From an optimization exercise on the open Yosys and OpenROAD flow, aimed at small area, a short achievable clock period and few clock cycles; shortcuts taken in it are not production practice. Only simulation tests tie the RTL to the original design; equivalence was not proved.

Setup of exp/onyx:
==> flow/design.v (excerpt) <==
module mf_disc (
    input  wire        clk,
    input  wire        rst,
    input  wire        start_valid,
    output wire        start_ready,
    input  wire [12:0] cfg_len,       
    input  wire [12:0] cfg_nmin,      
    input  wire [15:0] cfg_thresh,    
    input  wire        cfg_early,     
    input  wire [4:0]  cfg_shift,     
    input  wire [15:0] cfg_a0i,
    input  wire [15:0] cfg_a0q,
    input  wire [15:0] cfg_a1i,
    input  wire [15:0] cfg_a1q,
    input  wire [15:0] cfg_a2i,
    input  wire [15:0] cfg_a2q,
    input  wire [31:0] cfg_b0,
    input  wire [31:0] cfg_b1,
    input  wire [31:0] cfg_b2,
    input  wire [15:0] cfg_beta0,
    input  wire [15:0] cfg_beta1,
    input  wire [15:0] cfg_beta2,
    input  wire        smp_valid,
    output wire        smp_ready,
    input  wire [23:0] smp_zi,
    input  wire [23:0] smp_zq,
    input  wire [23:0] smp_wi,
    input  wire [23:0] smp_wq,
    output reg         res_valid,
    output reg  [1:0]  res_state,     
    output reg         res_early,
    output reg  [11:0] res_nend,      
    output reg  [31:0] res_margin,
    output wire [31:0] res_si,
    output wire [31:0] res_sq
);
For scale: roughly 16000 cells after synthesis, about 500 I/O pins, ~150000 um2 of cells after synthesis.
Settings: LEC_CHECK=0, ABC_AREA=1, CAP_MARGIN=20, CORE_MARGIN=2, CORE_UTILIZATION=55, PLACE_DENSITY=0.65, SLEW_MARGIN=20, SYNTH_HIERARCHICAL=1, SYNTH_MINIMUM_KEEP_SIZE=0; clock period 65.0 ns.
run.sh (not shown) runs the stock make flow with config.mk's settings and CLKGATE_MAP_FILE= SYNTH_SCRIPT=/design/flow/synth_recipe.tcl, a recipe that flattens the netlist after the stock synthesis.
Testbench counts of exp/onyx, summed over its fixed seeds: cycles 61,232.
What exp/harbor does differently from exp/onyx at the input level:
- changing CORE_UTILIZATION from 55 to 45
- changing PLACE_DENSITY from 0.65 to 0.55
[summary]
Fill cell total of the finished layout delta for exp/harbor relative to exp/onyx: about 32% higher. exp/harbor ends up with lower final critical path time including I/O delays and setup than exp/onyx does.
The following lists how exp/cedar was set up differently from exp/harbor:
==> flow/flow/run.sh (new file) <==
#!/bin/bash
set -euo pipefail
bash standard.sh "BUFFER_PORTS_ARGS=-buffer_cell sky130_fd_sc_hd__buf_4" finish > flow_make.log 2>&1
==> flow/standard.sh (new file) <==
#!/bin/bash
# synth_recipe.tcl (not shown) runs the flow's synth.tcl, then flattens the netlist and writes it again
# the make line also repeats each setting of config.mk as NAME=value (left out here)
make -C /OpenROAD-flow-scripts/flow DESIGN_CONFIG=/design/flow/config.mk WORK_HOME=/design/flow/orfs CLKGATE_MAP_FILE= SYNTH_SCRIPT=/design/flow/synth_recipe.tcl "${@:-finish}"
removed: flow/run.sh
==> comparison <==
In terms of synthesized area, exp/cedar and exp/harbor differ only marginally. Endpoint required time on the critical path: exp/cedar vs exp/harbor, no meaningful difference. exp/cedar vs exp/harbor: post-route worst hold slack down in exp/cedar.
Here is what was changed in the inputs of exp/zinc compared with exp/cedar.
- CTS_CLUSTER_DIAMETER newly set to 60
- CTS_CLUSTER_SIZE newly set to 30
- PLACE_DENSITY changed from 0.55 to 0.65
- CORE_UTILIZATION changed from 45 to 55
--- outcome ---
exp/zinc completed; timing, DRC and antenna clean
Delta(placeable core region, exp/zinc - exp/cedar) < 0
In the reports for exp/cedar and exp/zinc, the smaller number of cells in the design after placement belongs to exp/zinc.
Against exp/cedar as the reference, exp/zinc delivers a lower total cell area at the placement stage.

---

main:
mf_disc again, from the RTL that the note above started with.
==> flow/config.mk <==
export PLATFORM = sky130hd
export DESIGN_NAME = mf_disc
export DESIGN_NICKNAME = mf_disc
export VERILOG_FILES = /design/flow/design.v
export SDC_FILE = /design/flow/constraint.sdc
export NUM_CORES = 4
export LEC_CHECK = 0
export ABC_AREA = 1
export CAP_MARGIN = 20
export CORE_MARGIN = 2
export CORE_UTILIZATION = 55
export PLACE_DENSITY = 0.65
export SLEW_MARGIN = 20
export SYNTH_HIERARCHICAL = 1
export SYNTH_MINIMUM_KEEP_SIZE = 0
==> flow/constraint.sdc <==
create_clock -name core_clock -period 65.0 [get_ports {clk}]
set_input_delay 13.0000 -clock core_clock [delete_from_list [all_inputs] [get_ports {clk}]]
set_output_delay 13.0000 -clock core_clock [all_outputs]
set_load 0.01 [all_outputs]
standard.sh (not shown) runs the stock make flow with config.mk's settings and CLKGATE_MAP_FILE= SYNTH_SCRIPT=/design/flow/synth_recipe.tcl, a recipe that flattens the netlist after the stock synthesis.
==> flow/flow/run.sh <==
#!/bin/bash
set -euo pipefail
bash standard.sh "BUFFER_PORTS_ARGS=-buffer_cell sky130_fd_sc_hd__buf_4" finish > flow_make.log 2>&1
Having completed the whole flow, main delivered a layout that passed the timing, design-rule and antenna checks.
Testbench counts of main, summed over its fixed seeds: cycles 61,232.
For the feature branch, these inputs were changed with respect to main:
Settings: setting CTS_CLUSTER_SIZE to 30 for the first time; changing PLACE_DENSITY from 0.65 to 0.6; setting CTS_CLUSTER_DIAMETER to 60 for the first time; changing CORE_UTILIZATION from 55 to 50.
==> flow/flow/run.sh <==
#!/bin/bash
set -euo pipefail
bash standard.sh "BUFFER_PORTS_ARGS=-buffer_cell sky130_fd_sc_hd__buf_2" finish > flow_make.log 2>&1
In the feature branch the implementation ran to completion but is not tape-out ready, as the final checks report capacitance limit, slew limit. Summed area of non-filler cells in the final layout: the feature branch vs main, no meaningful difference. Delta (the feature branch minus main): wire length of the first global-routing pass higher. Overall routing resource usage down 2.6 points in the feature branch wrt main.

## static timing again, ports no longer ideal
No port has a modelled driver above. Below, the same layouts with a new extraction and two added sets of constraints. Step 1 sets driving cells, clkbuf_16 on the clock port and buf_2 on the other inputs (assumed; they add their load-dependent delay and slew). Step 2 also shifts input and output timing later by t, the mid clock arrival at the registers, as if the neighbouring blocks saw the same clock. Three values: no drivers, after step 1, after step 2; two values: the first two.
| run | t (ns) | setup WS [ns] | pins driven straight from the clock port |
|---|---|---|---|
| exp/onyx | 0.999 | 50.135 / 50.024 / 51.023 | 1 |
| exp/harbor | 1.001 | 50.164 / 50.051 / 50.680 | 1 |
| exp/cedar | 1.007 | 50.543 / 50.430 / 51.314 | 1 |
| exp/zinc | 0.976 | 50.552 / 50.440 / 51.358 | 1 |
| main | 0.982 | 50.550 / 50.442 / 51.369 | 1 |
| the feature branch | 1.018 | 50.531 / 50.416 / 51.416 | 1 |
